This design comes from an exercise in tuning for small area on the open sky130 flow, not from production work. Function was checked by simulation only, so behaviour that the tests miss may differ from the original.

===== flow/config.mk =====
export PLATFORM = sky130hd
export DESIGN_NAME = col_ycc2rgb
export DESIGN_NICKNAME = col_ycc2rgb
export VERILOG_FILES = /design/flow/design.v
export SDC_FILE = /design/flow/constraint.sdc
export NUM_CORES = 4
export LEC_CHECK = 0
export CAP_MARGIN = 20
export CORE_MARGIN = 2
export CORE_UTILIZATION = 40
export SLEW_MARGIN = 20

===== flow/constraint.sdc =====
create_clock -name core_clock -period 12.0 [get_ports {clk}]
set_input_delay 2.4000 -clock core_clock [delete_from_list [all_inputs] [get_ports {clk}]]
set_output_delay 2.4000 -clock core_clock [all_outputs]
set_load 0.01 [all_outputs]

===== flow/design.v =====
module col_ycc2rgb (
    input  wire        clk,
    input  wire        rst,
    input  wire        in_valid,
    input  wire [1:0]  depth,
    input  wire        full_range,
    input  wire        yc2020,
    input  wire [15:0] y,
    input  wire [15:0] cb,
    input  wire [15:0] cr,
    output reg         out_valid,
    output reg  [15:0] out_r,
    output reg  [15:0] out_g,
    output reg  [15:0] out_b
);
    reg        v1_q;
    reg [3:0]  fmt_q;
    reg [15:0] y_q, cb_q, cr_q;
    always @(posedge clk) begin
        if (rst) v1_q <= 1'b0;
        else     v1_q <= in_valid;
        fmt_q <= {yc2020, full_range, depth};
        y_q   <= y;
        cb_q  <= cb;
        cr_q  <= cr;
    end
    reg signed [18:0] m00, m01, m02, m10, m11, m12, m20, m21, m22;
    reg signed [35:0] o0, o1, o2;
    always @(*) begin
        m00 = 19'sd0; m01 = 19'sd0; m02 = 19'sd0;
        m10 = 19'sd0; m11 = 19'sd0; m12 = 19'sd0;
        m20 = 19'sd0; m21 = 19'sd0; m22 = 19'sd0;
        o0  = 36'sd0; o1  = 36'sd0; o2  = 36'sd0;
        case (fmt_q)
            4'b0000: begin
                m00 = 19'sd76309; m01 = 19'sd0; m02 = 19'sd117489;
                m10 = 19'sd76309; m11 = -19'sd13975; m12 = -19'sd34925;
                m20 = 19'sd76309; m21 = 19'sd138438; m22 = 19'sd0;
                o0 = -36'sd4178703515; o1 = 36'sd1294838431; o2 = -36'sd4867851180;
            end
            4'b0001: begin
                m00 = 19'sd76533; m01 = 19'sd0; m02 = 19'sd117833;
                m10 = 19'sd76533; m11 = -19'sd14016; m12 = -19'sd35027;
                m20 = 19'sd76533; m21 = 19'sd138844; m22 = 19'sd0;
                o0 = -36'sd4178707709; o1 = 36'sd1294834237; o2 = -36'sd4867855374;
            end
            4'b0010, 4'b0011: begin
                m00 = 19'sd76589; m01 = 19'sd0; m02 = 19'sd117919;
                m10 = 19'sd76589; m11 = -19'sd14027; m12 = -19'sd35053;
                m20 = 19'sd76589; m21 = 19'sd138945; m22 = 19'sd0;
                o0 = -36'sd4178707362; o1 = 36'sd1294834584; o2 = -36'sd4867855027;
            end
            4'b0100: begin
                m00 = 19'sd65536; m01 = 19'sd0; m02 = 19'sd103612;
                m10 = 19'sd65536; m11 = -19'sd12325; m12 = -19'sd30800;
                m20 = 19'sd65536; m21 = 19'sd122087; m22 = 19'sd0;
                o0 = -36'sd3408434037; o1 = 36'sd1418626577; o2 = -36'sd4016186308;
            end
            4'b0101: begin
                m00 = 19'sd65536; m01 = 19'sd0; m02 = 19'sd103309;
                m10 = 19'sd65536; m11 = -19'sd12289; m12 = -19'sd30709;
                m20 = 19'sd65536; m21 = 19'sd121729; m22 = 19'sd0;
                o0 = -36'sd3388520702; o1 = 36'sd1410338435; o2 = -36'sd3992722260;
            end
            4'b0110, 4'b0111: begin
                m00 = 19'sd65536; m01 = 19'sd0; m02 = 19'sd103233;
                m10 = 19'sd65536; m11 = -19'sd12280; m12 = -19'sd30687;
                m20 = 19'sd65536; m21 = 19'sd121640; m22 = 19'sd0;
                o0 = -36'sd3383560605; o1 = 36'sd1408273989; o2 = -36'sd3986877736;
            end
            4'b1000: begin
                m00 = 19'sd76309; m01 = 19'sd0; m02 = 19'sd110014;
                m10 = 19'sd76309; m11 = -19'sd12277; m12 = -19'sd42626;
                m20 = 19'sd76309; m21 = 19'sd140363; m22 = 19'sd0;
                o0 = -36'sd3932789711; o1 = 36'sd1492300117; o2 = -36'sd4931170303;
            end
            4'b1001: begin
                m00 = 19'sd76533; m01 = 19'sd0; m02 = 19'sd110336;
                m10 = 19'sd76533; m11 = -19'sd12313; m12 = -19'sd42751;
                m20 = 19'sd76533; m21 = 19'sd140774; m22 = 19'sd0;
                o0 = -36'sd3932793905; o1 = 36'sd1492295923; o2 = -36'sd4931174497;
            end
            4'b1010, 4'b1011: begin
                m00 = 19'sd76589; m01 = 19'sd0; m02 = 19'sd110416;
                m10 = 19'sd76589; m11 = -19'sd12322; m12 = -19'sd42782;
                m20 = 19'sd76589; m21 = 19'sd140877; m22 = 19'sd0;
                o0 = -36'sd3932793558; o1 = 36'sd1492296270; o2 = -36'sd4931174150;
            end
            4'b1100: begin
                m00 = 19'sd65536; m01 = 19'sd0; m02 = 19'sd97020;
                m10 = 19'sd65536; m11 = -19'sd10827; m12 = -19'sd37592;
                m20 = 19'sd65536; m21 = 19'sd123785; m22 = 19'sd0;
                o0 = -36'sd3191565171; o1 = 36'sd1592766017; o2 = -36'sd4072026795;
            end
            4'b1101: begin
                m00 = 19'sd65536; m01 = 19'sd0; m02 = 19'sd96735;
                m10 = 19'sd65536; m11 = -19'sd10795; m12 = -19'sd37481;
                m20 = 19'sd65536; m21 = 19'sd123422; m22 = 19'sd0;
                o0 = -36'sd3172918864; o1 = 36'sd1583460487; o2 = -36'sd4048236506;
            end
            4'b1110, 4'b1111: begin
                m00 = 19'sd65536; m01 = 19'sd0; m02 = 19'sd96664;
                m10 = 19'sd65536; m11 = -19'sd10787; m12 = -19'sd37454;
                m20 = 19'sd65536; m21 = 19'sd123331; m22 = 19'sd0;
                o0 = -36'sd3168274363; o1 = 36'sd1581142627; o2 = -36'sd4042310720;
            end
        endcase
    end
    wire signed [16:0] in0 = {1'b0, y_q};
    wire signed [16:0] in1 = {1'b0, cb_q};
    wire signed [16:0] in2 = {1'b0, cr_q};
    wire signed [37:0] acc0 = m00 * in0 + m01 * in1 + m02 * in2 + o0 + 38'sd32768;
    wire signed [37:0] acc1 = m10 * in0 + m11 * in1 + m12 * in2 + o1 + 38'sd32768;
    wire signed [37:0] acc2 = m20 * in0 + m21 * in1 + m22 * in2 + o2 + 38'sd32768;
    wire signed [21:0] q0 = acc0[37:16];
    wire signed [21:0] q1 = acc1[37:16];
    wire signed [21:0] q2 = acc2[37:16];
    wire [15:0] c0 = (q0 < 0) ? 16'd0 : (q0 > 22'sd65535) ? 16'hffff : q0[15:0];
    wire [15:0] c1 = (q1 < 0) ? 16'd0 : (q1 > 22'sd65535) ? 16'hffff : q1[15:0];
    wire [15:0] c2 = (q2 < 0) ? 16'd0 : (q2 > 22'sd65535) ? 16'hffff : q2[15:0];
    always @(posedge clk) begin
        if (rst) out_valid <= 1'b0;
        else     out_valid <= v1_q;
        out_r <= c0;
        out_g <= c1;
        out_b <= c2;
    end
endmodule

===== flow/run.sh =====
#!/bin/bash
# synth_recipe.tcl (not shown) runs the flow's synth.tcl, then flattens the netlist and writes it again
# the make line also repeats each setting of config.mk as NAME=value (left out here)
make -C /OpenROAD-flow-scripts/flow DESIGN_CONFIG=/design/flow/config.mk WORK_HOME=/design/flow/orfs CLKGATE_MAP_FILE= SYNTH_SCRIPT=/design/flow/synth_recipe.tcl finish

==> notes.md <==
[cell usage in the layout, fill, tap and decap left out, types with 5 or more instances in the layout]
cell and count:
a211o_1 6, a211oi_1 10, a21o_1 45, a21oi_1 158
a31oi_1 7, and2_1 586, and3_1 14, and4_1 5
buf_4 53, clkbuf_16 37, clkbuf_8 5, clkdlybuf4s50_1 101
clkinv_1 5, clkinvlp_4 5, dfxtp_1 232, fa_1 1575
ha_1 786, inv_1 2031, nand2_1 515, nand2b_1 10
nand3_1 24, nand4_1 21, nor2_1 108, nor2b_1 9
nor3_1 22, o211ai_1 10, o21a_1 29, o21ai_0 76
o21bai_1 8, o22ai_1 5, o31ai_1 7, or2_2 7
xnor2_1 37, xor2_1 29
[sequential cells by signal (all words and copies together), names as in the netlist, 9 cells and up]
name / cells
cb_q: 16
cr_q: 16
m02: 9
m11: 12
m12: 12
m21: 14
o0: 29
o1: 27
o2: 30
out_b: 16
out_g: 16
out_r: 16
y_q: 16
[per-layer routing]
metal | wire, um | global-route usage, %
met1 | 86600 | 35.0
met5 | 73 | 0
met3 | 15300 | 4.77
met2 | 92700 | 41.3
met4 | 8490 | 8.79
[worst min path at each step]
stage | to
after floorplan | out_valid
after global placement | out_valid
after detailed placement | out_valid
after CTS | out_valid
after global routing | out_valid
final | out_valid
[area by class of cell]
type	instances	area (um^2)	area share, %
Clock buffer	44	1000	1.45
Sequential cell	235	4710	6.81
Timing Repair Buffer	156	1420	2.05
Clock inverter	20	253	0.366
Tap cell	2160	2700	3.91
Antenna cell	2	5.00	0.00724
Multi-Input combinational cell	4178	51400	74.3
Inverter	2037	7650	11.1
[logic make-up (layout without fill, tap and decap cells)]
| group | Yosys count | count (layout) | share of synthesized area, % |
|---|---|---|---|
| XOR/XNOR | 68 | 68 | 0.935 |
| multiplexers | 4 | 4 | 0.0660 |
| adder cells (fa/ha/maj) | 2361 | 2361 | 64.1 |
| flip-flops | 235 | 235 | 7.30 |
| AND/OR/NAND/NOR | 1338 | 1338 | 10.5 |
| other | 0 | 2 | 0 |
| AO/OA/AOI/OAI | 407 | 407 | 3.94 |
| buffers and inverters | 2236 | 2257 | 13.1 |
[worst max-delay path, stage by stage, from the launching register on]
cell and delay [ps]:
dfxtp_2 930, buf_4 430, nand2_1 80, buf_4 250, inv_1 480, ha_1 370
fa_1 710, fa_1 520, fa_1 520, inv_1 70, fa_1 400, fa_1 550
inv_1 50, fa_1 490, fa_1 510, inv_1 50, fa_1 470, inv_1 40
ha_1 460, a21oi_1 330, o21a_1 190, o2bb2ai_1 100, o31ai_2 530, a211oi_1 190
a2111oi_0 410, a21oi_1 80, a211o_1 500, o21a_1 270
[through the flow]
step	setup slack [ps]	instances	area [um^2]	util (%)
3_5_place_dp	2030	8766	67800	42.3
4_1_cts	2020	8830	69100	43.1
3_3_place_gp	2110	8766	67800	42.3
5_1_grt	1740	8830	69100	43.1
2_1_floorplan	3750	6649	64500	-
6_report	1910	8832	69100	43.1
==> flow_summary.toml <==
[timing]
fin_setup_tns_ps = 0
fin_crit_ps = 10090
final_hold_viol_count = 0
slew_violations = 0
tightest_slew_ps = 1180
finalSetupViolCount = 0
post-route-period-util_pct = 84.1
skew_ps = 66.6
fmaxAchievable_mhz = 99.1
whs_ps = 456
slew_headroom_pct = 20.9
rsz0062_at_grt = "no"

[synthesis]
synth.distinct_cells = 73
yosys-top-cells-area = "fa_1 49%, ha_1 15%, inv_1 12%"
synth_edf_count = 0
synth_nets = 9065
syn_area_per_cell_um2 = 9.70
synthCells = 6649
yosysWarningCount = 1
synth_most_common_cell = "inv_1"
synth_common_cells = "2031 x inv_1, 1575 x fa_1, 786 x ha_1"
syn_area_mm2 = 0.0645
yosysSeqAreaShare_pct = 7.30
synth_seq_cells = 235
synth_ff_type = "dfxtp_1"
yosysTopAreaCellShare_pct = 48.9
async_flop_share_pct = 0
synth_top_area_cell = "fa_1"

[setup_path]
cp.required_ps = 12520
worstRegToRegCells = 27
crit_path_start = "o2[31]"
r2r_end = "out_g[4]"
crit_type = "flip-flop to flip-flop"
crit_path_end = "out_g[4]"
crit_arrival_ps = 10610
regToRegStartpoint = "o2[31]"
r2r_slack_ps = 1910
crit_path_end_kind = "flip-flop"
critPathLaunchType = "flip-flop"
critPathMaxFanout = 29

[clocking]
clkLatencyLatePin_ps = 660
ctsHoldBuffers = 0
ctsResizeCount = 0
htreeDepth = 2
post_cts_buffers = 0
tritoncts_num_sinks = 235
cts_tree = "done"
root_buffer = "clkbuf_16"
clkTransAtPathRegs_ps = 70
cts_buffer_depth = 3
numCtsBuffers = 36

[placed_design]
place_hpwl_mm = 176
place.gp.congestion = 0.997
numPortBuffers = 103

[routing]
routed_wl_mm = 203
via_per_inst = 5.02
first_pass_iters = 5
wl_per_cell_um = 23.0
ant_nets = 0
dr_total_vias = 44300
drc = 0
drtIter0Drc = 3477

[min_path]
holdPathStages = 1
hold_class = "flip-flop to flip-flop"
hp-start = "v1_q"

[floorplanning]
die_w_um = 406
io_pins = 104
dieArea_mm2 = 0.164
core.rowCount = 147
die_y_um = 406
core_area_mm2 = 0.160
start_util_pct = 40.2

[global_routing]
grt_pass1_vias = 49200
grt_pass1_wl_mm = 311
antenna_found_initial = 15
grt_use_total_pct = 25.7
grt.overflow.total = 0
grt_max_degree = 59

[finish]
areaGrowthSynthToFinish_pct = 7.16
fillers = 15700
nets = 9060
drive_gt1_share_pct = 2.25

[status]
status = "complete, no violations"

[job]
timing.max_cap.violations = 0

## static timing again, ports no longer ideal
How much do the figures lean on ideal ports? The routed layout below was timed once more, with nothing changed but the port constraints.
Step 1 (the two cells are an assumption about what drives the block):
set clk [get_ports {clk}]
set_driving_cell -lib_cell sky130_fd_sc_hd__clkbuf_16 $clk
set_driving_cell -lib_cell sky130_fd_sc_hd__buf_2 [delete_from_list [all_inputs] $clk]
Step 2 adds t to the input delays and takes it off the output delays; t is the mean of the earliest and latest rising clock arrival at the registers after step 1. Input paths then give back, and output paths get back, about the clock's delay inside the block.
Three values: ideal, step 1, step 2; two values: the first two.
t, ns: 0.718
setup slack, ns: 1.907 / 1.907 / 1.907
worst register clock-pin slew, ns: 0.07 / 0.07
cell pins on the clock port's net: 1
After both steps setup and hold are still met in this run. For this run, drivers alone change the setup slack by 0.000 ns; drivers and shift together by 0.000 ns.
